Background: an optimization exercise with open tools, aiming at small area, a short achievable clock period and few clock cycles per item. Do not read the settings as production practice. At most, simulation tests tie the RTL to the original design; equivalence was not proved.

## tau_arith
module tau_arith (
    input  wire        clk,
    input  wire        rst,           
    input  wire        in_valid,
    output wire        in_ready,
    input  wire        in_fn,         
    input  wire [63:0] in_a,
    input  wire [63:0] in_b,
    output reg         out_valid,
    output reg  [63:0] out_result,
    output reg         out_range
);
    localparam [31:0] NS_PER_SEC = 32'd1_000_000_000;
    localparam [24:0] D5         = 25'd1_953_125;           
    reg        s1_v;
    reg        s1_fn;
    reg        s1_rng;            
    reg        s1_m1, s1_m3;      
    reg [10:0] s1_kc;            
    reg [31:0] s1_ahi;            
    reg [31:0] s1_d;              
    reg [31:0] s1_bhi;            
    reg [31:0] s1_xlo;            
    reg [29:0] s1_alo;            
    reg        s2_v;              
    reg        s2_fn, s2_rng, s2_m1, s2_m3;
    reg [31:0] s2_ahi;
    reg [64:0] s2_a, s2_b;        
    reg        busy;              
    reg        wres;              
    reg  [2:0] cnt;               
    reg [34:0] dq;                
    reg [20:0] w_r;               
    reg [31:0] w_sec;             
    reg  [8:0] w_lo;              
    reg  [1:0] w_x;               
    reg        w_rng;             
    wire last  = busy & (cnt == 3'd1);
    wire s2_add = s2_v & ~s2_fn & ~s2_rng;
    wire s2_res = s2_v & (s2_fn | s2_rng);
    wire [2:0] cnt_set = s2_m1 ? 3'd1 : s2_m3 ? 3'd3 : 3'd7;
    wire busy_n  = s2_add | (busy & ~last);
    wire wres_n  = s2_res & last;
  ...
clock: 14.0 ns
lec_check: 0
cap_margin: 20
core_margin: 2
core_utilization: 40
slew_margin: 20
standard.sh (not shown) runs the stock make flow with config.mk's settings and CLKGATE_MAP_FILE= SYNTH_SCRIPT=/design/flow/synth_recipe.tcl, a recipe that flattens the netlist after the stock synthesis.
==> flow/flow/run.sh <==
#!/bin/bash
# The standard layout, with repair_timing asked for more setup slack than the
# clock period needs (so that it sizes the critical paths up), and the port
# buffers made with sky130_fd_sc_hd__buf_2.
set -euo pipefail
bash standard.sh SETUP_SLACK_MARGIN=9 "BUFFER_PORTS_ARGS=-buffer_cell sky130_fd_sc_hd__buf_2" finish > standard_make.log 2>&1
The baseline completed with no timing, DRC or antenna violations.
Testbench counts at the start, summed over its fixed seeds: cycles 36,108, items 16,000.
Rerun with:
--- a/flow/design.v
+++ b/flow/design.v
@@ -32,27 +32,44 @@
     reg [34:0] dq;                
     reg [20:0] w_r;               
     reg [31:0] w_sec;             
     reg  [8:0] w_lo;              
     reg  [1:0] w_x;               
     reg        w_rng;             
+    wire        in_abad = (in_a[31:0] >= NS_PER_SEC);
+    wire        in_bbad = (in_b[31:0] >= NS_PER_SEC);
+    wire        in_m1   = (&in_b[63:31]) | ~(|in_b[63:31]);    
+    wire        in_m3   = (&in_b[63:40]) | ~(|in_b[63:40]);    
     wire last  = busy & (cnt == 3'd1);
     wire s2_add = s2_v & ~s2_fn & ~s2_rng;
     wire s2_res = s2_v & (s2_fn | s2_rng);
     wire [2:0] cnt_set = s2_m1 ? 3'd1 : s2_m3 ? 3'd3 : 3'd7;
     wire busy_n  = s2_add | (busy & ~last);
-    wire wres_n  = s2_res & last;
+    wire wres_n  = s2_res;
     wire [2:0] cnt1  = s2_add ? cnt_set : (cnt - 3'd1);
     wire       last1 = busy_n & (cnt1 == 3'd1);
     wire s1_add = s1_v & ~s1_fn & ~s1_rng;
     wire s1_res = s1_v & (s1_fn | s1_rng);
-    wire [2:0] cnt2  = s1_add ? (s1_m1 ? 3'd1 : s1_m3 ? 3'd3 : 3'd7) : (cnt1 - 3'd1);
-    wire busy2   = s1_add | (busy_n & ~last1);
-    wire last2   = busy2 & (cnt2 == 3'd1);
-    wire wres2   = s1_res & last1;
-    assign in_ready = (~busy2 | last2) & (~wres2 | last2);
+    reg        rdy;
+    assign in_ready = rdy;
+    wire [2:0] n_cnt    = s2_add ? cnt_set : busy ? (cnt - 3'd1) : cnt;
+    wire       n_busy   = ~rst & busy_n;
+    wire       n_last   = n_busy & (n_cnt == 3'd1);
+    wire       n_s2_add = ~rst & s1_add;
+    wire [2:0] n_set2   = s1_m1 ? 3'd1 : s1_m3 ? 3'd3 : 3'd7;
+    wire       n_busy1  = n_s2_add | (n_busy & ~n_last);
+    wire [2:0] n_cnt1   = n_s2_add ? n_set2 : (n_cnt - 3'd1);
+    wire       n_last1  = n_busy1 & (n_cnt1 == 3'd1);
+    wire       n_s1_v   = ~rst & in_valid & rdy;
+    wire       n_s1_add = n_s1_v & ~in_fn & ~in_abad;
+    wire [2:0] n_set1   = in_m1 ? 3'd1 : in_m3 ? 3'd3 : 3'd7;
+    wire [2:0] n_cnt2   = n_s1_add ? n_set1 : (n_cnt1 - 3'd1);
+    wire       n_busy2  = n_s1_add | (n_busy1 & ~n_last1);
+    wire       n_last2  = n_busy2 & (n_cnt2 == 3'd1);
+    always @(posedge clk)
+        rdy <= ~n_busy2 | n_last2;
     wire [20:0] rem  = w_r;
     wire [25:0] rp   = {rem, dq[34:30]};
     wire [32:0] ge;
     genvar gi;
     assign ge[0]  = 1'b1;
     assign ge[32] = 1'b0;
@@ -2446,16 +2463,12 @@
     wire shy_2326 = shp_2179 ^ (shg_2270 | shp_2271);
     wire shy_2327 = shp_2181 ^ (shg_2232 | shp_2233);
     wire shy_2328 = shp_2183 ^ (shg_2272 | shp_2273);
     wire shy_2329 = shp_2185 ^ (shg_2248 | shp_2249);
     wire [26:0] ph0 = {shx_2302, shx_2301, shx_2300, shx_2299, shx_2298, shx_2297, shx_2296, shx_2295, shx_2294, shx_2293, shx_2292, shx_2291, shx_2290, shx_2289, shx_2288, shx_2287, shx_2286, shx_2285, shx_2284, shx_2283, shx_2282, shx_2281, shx_2280, shx_2279, shx_2278, shx_2277, shx_2276};
     wire [26:0] ph1 = {shy_2329, shy_2328, shy_2327, shy_2326, shy_2325, shy_2324, shy_2323, shy_2322, shy_2321, shy_2320, shy_2319, shy_2318, shy_2317, shy_2316, shy_2315, shy_2314, shy_2313, shy_2312, shy_2311, shy_2310, shy_2309, shy_2308, shy_2307, shy_2306, shy_2305, shy_2304, shy_2303};
-    wire        in_abad = (in_a[31:0] >= NS_PER_SEC);
-    wire        in_bbad = (in_b[31:0] >= NS_PER_SEC);
-    wire        in_m1   = (&in_b[63:31]) | ~(|in_b[63:31]);    
-    wire        in_m3   = (&in_b[63:40]) | ~(|in_b[63:40]);    
     wire [3:0]  in_k    = {in_fn, ~in_fn & ~in_m3, ~in_fn & ~in_m1 & in_m3, ~in_fn & in_m1};
     always @(posedge clk) begin
         s1_fn  <= in_fn;
         s1_rng <= in_abad | (in_fn & in_bbad);
         s1_m1  <= in_m1;
         s1_m3  <= in_m3;
@@ -2511,18 +2524,15 @@
     wire [5:0]  pl    = {1'b0, sec_b[4:0]} + {1'b0, d};
     wire [31:0] sec_v = {pl[5] ? ph1 : ph0, pl[4:0]};
     always @(posedge clk) begin
         if (last) begin
             out_result <= {sec_v, 2'b00, r_step, w_lo};
             out_range  <= 1'b0;
-        end else if (wres) begin
+        end else begin
             out_result <= {w_sec, w_x, w_r, w_lo};
             out_range  <= w_rng;
-        end else begin
-            out_result <= s2_rng ? 64'd0 : sum[63:0];
-            out_range  <= s2_rng;
         end
     end
     always @(posedge clk) begin
         if (rst) begin
             busy      <= 1'b0;
             wres      <= 1'b0;
@@ -2530,13 +2540,13 @@
         end else begin
             if (busy) begin
                 dq  <= {dq[29:0], d};
                 cnt <= cnt - 3'd1;
                 w_r <= r_step;
             end
-            out_valid <= last | wres | s2_res;
+            out_valid <= last | wres;
             busy <= busy_n;
             wres <= wres_n;
             if (s2_add) begin
                 cnt   <= cnt_set;
                 dq    <= dq_init;
                 w_r   <= r_init;
=> The changed run produced a clean layout. Fmax shrinks by a little under a tenth. Die area is lower by a few percent. Synthesized area falls by a few percent. Final cell count shrinks by a few percent. Clock-buffer cell count goes down by 2. Wire length is lower by a little under a tenth. Worst setup slack got worse by 0.48 ns. Worst hold slack barely changes. Cell area goes down by a few percent. First-iteration DRC count shrinks by a quarter to a third. Global-route usage goes down by 0.98 points.
Testbench counts after the change, summed over its fixed seeds: cycles 32,160, items 16,000.

========
P:
tau_arith, a different RTL version from the one above (not shown whole).
Size: ~340 flip-flops, about 200 I/O pins, roughly 31000 um2 of cells after synthesis.
clock: 14.0 ns
lec_check: 0
cap_margin: 20
core_margin: 2
core_utilization: 40
slew_margin: 20
Scripts as last shown in full above: flow/flow/run.sh
Here is what was changed in the inputs of Q compared with P.
--- a/flow/design.v
+++ b/flow/design.v
@@ -31,20 +31,20 @@
     reg  [8:0] w_lo;              
     reg  [1:0] w_x;               
     reg        w_rng;             
     wire last  = busy & (cnt == 3'd1);
     wire s2_add = s1_v & ~s1_fn & ~s1_rng;
     wire s2_res = s1_v & (s1_fn | s1_rng);
     wire [2:0] cnt_set = s1_m1 ? 3'd1 : s1_m3 ? 3'd3 : 3'd7;
     wire busy_n  = s2_add | (busy & ~last);
     wire last_n  = s2_add ? s1_m1 : (busy & (cnt == 3'd2));
-    wire wres_n  = s2_res & last;
-    assign in_ready = (~busy_n | last_n) & (~wres_n | last_n);
+    wire wres_n  = s2_res;
+    assign in_ready = ~busy_n | last_n;
     wire [20:0] rem  = w_r;
     wire [25:0] rp   = {rem, dq[34:30]};
     wire [32:0] ge;
     genvar gi;
     assign ge[0]  = 1'b1;
     assign ge[32] = 1'b0;
     generate
         for (gi = 1; gi < 32; gi = gi + 1) begin : g_cmp
             assign ge[gi] = (rp >= gi * D5);
@@ -2482,38 +2482,35 @@
             dq_init  = u_v[34:0];
         end
     end
     wire [5:0]  pl    = {1'b0, sec_b[4:0]} + {1'b0, d};
     wire [31:0] sec_v = {pl[5] ? ph1 : ph0, pl[4:0]};
     always @(posedge clk) begin
         if (last) begin
             out_result <= {sec_v, 2'b00, r_step, w_lo};
             out_range  <= 1'b0;
-        end else if (wres) begin
+        end else begin
             out_result <= {w_sec, w_x, w_r, w_lo};
             out_range  <= w_rng;
-        end else begin
-            out_result <= s1_rng ? 64'd0 : sum[63:0];
-            out_range  <= s1_rng;
         end
     end
     always @(posedge clk) begin
         if (rst) begin
             busy      <= 1'b0;
             wres      <= 1'b0;
             out_valid <= 1'b0;
         end else begin
             if (busy) begin
                 dq  <= {dq[29:0], d};
                 cnt <= cnt - 3'd1;
                 w_r <= r_step;
             end
-            out_valid <= last | wres | s2_res;
+            out_valid <= last | wres;
             busy <= busy_n;
             wres <= wres_n;
             if (s2_add) begin
                 cnt   <= cnt_set;
                 dq    <= dq_init;
                 w_r   <= r_init;
                 w_sec <= sec_k;
                 w_lo  <= sum[8:0];
             end else if (wres_n) begin
[summary]
The via count of the first global-routing pass number comes out lower for Q vs P.
Sort P and Q by worst setup slack, descending, and Q comes first.
Against P as the reference, Q delivers a lower minimum clock period.
After detailed routing, P needs more wire than Q.
When Q is measured against P, its area share of buffers outside the clock network turns out 0.79 points lower.
The portion of the post-synthesis area used by sequential elements in Q was higher than what P gave.
For clock latency on the worst-skew pair, Q and P come out practically identical.
Looking at total number of vias, Q sits 1182 lower than P does.
Relative to P, the final cell area reported for Q is lower.
Testbench counts of Q, summed over its fixed seeds: cycles 32,152, items 16,000.
The RTL of P was laid out without a check of its function.

========
== the baseline ==
tau_arith, a different RTL version from the one above (not shown whole).
Size in the first run: ~3300 cells after synthesis, ~350 flip-flops, roughly 30000 µm² of cells after synthesis.
==> flow/config.mk <==
export PLATFORM = sky130hd
export DESIGN_NAME = tau_arith
export DESIGN_NICKNAME = tau_arith
export VERILOG_FILES = /design/flow/design.v
export SDC_FILE = /design/flow/constraint.sdc
export NUM_CORES = 4
export LEC_CHECK = 0
export CAP_MARGIN = 20
export CORE_MARGIN = 2
export CORE_UTILIZATION = 40
export SLEW_MARGIN = 20
==> flow/constraint.sdc <==
create_clock -name core_clock -period 14.0 [get_ports {clk}]
set_input_delay 2.8000 -clock core_clock [delete_from_list [all_inputs] [get_ports {clk}]]
set_output_delay 2.8000 -clock core_clock [all_outputs]
set_load 0.01 [all_outputs]
==> flow/flow/run.sh <==
#!/bin/bash
# The standard layout, with repair_timing asked for more setup slack than the
# clock period needs (so that it sizes the critical paths up), and the port
# buffers made with sky130_fd_sc_hd__buf_2.
set -euo pipefail
bash standard.sh SETUP_SLACK_MARGIN=8 "BUFFER_PORTS_ARGS=-buffer_cell sky130_fd_sc_hd__buf_2" finish > standard_make.log 2>&1
Relative to the baseline, the following input files were edited for the candidate:
--- a/flow/design.v
+++ b/flow/design.v
@@ -28,33 +28,20 @@
     reg [34:0] dq;                
     reg [20:0] w_r;               
     reg [31:0] w_sec;             
     reg  [8:0] w_lo;              
     reg  [1:0] w_x;               
     reg        w_rng;             
-    wire        in_abad = (in_a[31:0] >= NS_PER_SEC);
-    wire        in_bbad = (in_b[31:0] >= NS_PER_SEC);
-    wire        in_m1   = (&in_b[63:31]) | ~(|in_b[63:31]);    
-    wire        in_m3   = (&in_b[63:40]) | ~(|in_b[63:40]);    
     wire last  = busy & (cnt == 3'd1);
     wire s2_add = s1_v & ~s1_fn & ~s1_rng;
     wire s2_res = s1_v & (s1_fn | s1_rng);
     wire [2:0] cnt_set = s1_m1 ? 3'd1 : s1_m3 ? 3'd3 : 3'd7;
     wire busy_n  = s2_add | (busy & ~last);
     wire last_n  = s2_add ? s1_m1 : (busy & (cnt == 3'd2));
-    wire wres_n  = s2_res;
-    reg        rdy;
-    assign in_ready = rdy;
-    wire [2:0] n_cnt    = s2_add ? cnt_set : busy ? (cnt - 3'd1) : cnt;
-    wire       n_busy   = ~rst & busy_n;
-    wire       n_last   = n_busy & (n_cnt == 3'd1);
-    wire       n_s1_add = ~rst & in_valid & rdy & ~in_fn & ~in_abad;
-    wire       n_busy_n = n_s1_add | (n_busy & ~n_last);
-    wire       n_last_n = n_s1_add ? in_m1 : (n_busy & (n_cnt == 3'd2));
-    always @(posedge clk)
-        rdy <= ~n_busy_n | n_last_n;
+    wire wres_n  = s2_res & last;
+    assign in_ready = (~busy_n | last_n) & (~wres_n | last_n);
     wire [20:0] rem  = w_r;
     wire [25:0] rp   = {rem, dq[34:30]};
     wire [32:0] ge;
     genvar gi;
     assign ge[0]  = 1'b1;
     assign ge[32] = 1'b0;
@@ -2446,12 +2433,16 @@
     wire shy_2326 = shp_2179 ^ (shg_2270 | shp_2271);
     wire shy_2327 = shp_2181 ^ (shg_2232 | shp_2233);
     wire shy_2328 = shp_2183 ^ (shg_2272 | shp_2273);
     wire shy_2329 = shp_2185 ^ (shg_2248 | shp_2249);
     wire [26:0] ph0 = {shx_2302, shx_2301, shx_2300, shx_2299, shx_2298, shx_2297, shx_2296, shx_2295, shx_2294, shx_2293, shx_2292, shx_2291, shx_2290, shx_2289, shx_2288, shx_2287, shx_2286, shx_2285, shx_2284, shx_2283, shx_2282, shx_2281, shx_2280, shx_2279, shx_2278, shx_2277, shx_2276};
     wire [26:0] ph1 = {shy_2329, shy_2328, shy_2327, shy_2326, shy_2325, shy_2324, shy_2323, shy_2322, shy_2321, shy_2320, shy_2319, shy_2318, shy_2317, shy_2316, shy_2315, shy_2314, shy_2313, shy_2312, shy_2311, shy_2310, shy_2309, shy_2308, shy_2307, shy_2306, shy_2305, shy_2304, shy_2303};
+    wire        in_abad = (in_a[31:0] >= NS_PER_SEC);
+    wire        in_bbad = (in_b[31:0] >= NS_PER_SEC);
+    wire        in_m1   = (&in_b[63:31]) | ~(|in_b[63:31]);    
+    wire        in_m3   = (&in_b[63:40]) | ~(|in_b[63:40]);    
     wire [3:0]  in_k    = {in_fn, ~in_fn & ~in_m3, ~in_fn & ~in_m1 & in_m3, ~in_fn & in_m1};
     always @(posedge clk) begin
         s1_fn  <= in_fn;
         s1_rng <= in_abad | (in_fn & in_bbad);
         s1_m1  <= in_m1;
         s1_m3  <= in_m3;
@@ -2494,15 +2485,18 @@
     wire [5:0]  pl    = {1'b0, sec_b[4:0]} + {1'b0, d};
     wire [31:0] sec_v = {pl[5] ? ph1 : ph0, pl[4:0]};
     always @(posedge clk) begin
         if (last) begin
             out_result <= {sec_v, 2'b00, r_step, w_lo};
             out_range  <= 1'b0;
-        end else begin
+        end else if (wres) begin
             out_result <= {w_sec, w_x, w_r, w_lo};
             out_range  <= w_rng;
+        end else begin
+            out_result <= s1_rng ? 64'd0 : sum[63:0];
+            out_range  <= s1_rng;
         end
     end
     always @(posedge clk) begin
         if (rst) begin
             busy      <= 1'b0;
             wres      <= 1'b0;
@@ -2510,13 +2504,13 @@
         end else begin
             if (busy) begin
                 dq  <= {dq[29:0], d};
                 cnt <= cnt - 3'd1;
                 w_r <= r_step;
             end
-            out_valid <= last | wres;
+            out_valid <= last | wres | s2_res;
             busy <= busy_n;
             wres <= wres_n;
             if (s2_add) begin
                 cnt   <= cnt_set;
                 dq    <= dq_init;
                 w_r   <= r_init;
--- outcome ---
Diff the candidate..the baseline | number of flip-flops and latches | negligible
Against the baseline, the candidate comes in 0.36 points higher on mux contribution to synthesized area.
For effective utilization at floorplan, the candidate and the baseline come out practically identical.
Summary of the candidate over the baseline: fraction of the cycle the final worst path needs went up 1.2 points; worst hold slack rose 100 ps.
The candidate ended with every stage complete and zero timing, DRC or antenna violations.
Function was not checked in any run of this note: the RTL went through the layout flow alone.

==> separate check: timing with driven ports <==
Ports are ideal in the flow. The routed layouts listed here were re-timed in OpenROAD.
Step 1: set_driving_cell puts a clkbuf_16 on clk and a buf_2 on each other input, an assumption about the parent block.
Step 2 also shifts input and output timing later by t, the mid clock arrival at the registers, as if the neighbouring blocks saw the same clock.
a / b / c = ideal / step 1 / step 2; a / b = the first two.
run | shift t [ns] | setup WS [ns] | worst setup path after step 2 | worst data-port slew with drivers (ns)
the first run of note 1 | 0.718 | 8.360 / 8.360 / 8.360 | register to register | 0.05
the second run of note 1 | 0.700 | 7.883 / 7.883 / 7.883 | register to register | 0.05
P | 0.659 | 7.725 / 7.725 / 7.725 | register to register | 0.04
Q | 0.669 | 8.236 / 8.236 / 8.236 | register to register | 0.07
the baseline | 0.667 | 7.833 / 7.833 / 7.631 | input to register | 0.05
the candidate | 0.647 | 7.664 / 7.664 / 7.664 | register to register | 0.05
After both steps setup and hold are still met in every run listed. For the baseline, which loses most, drivers alone change the setup slack by 0.000 ns; drivers and shift together by -0.202 ns.
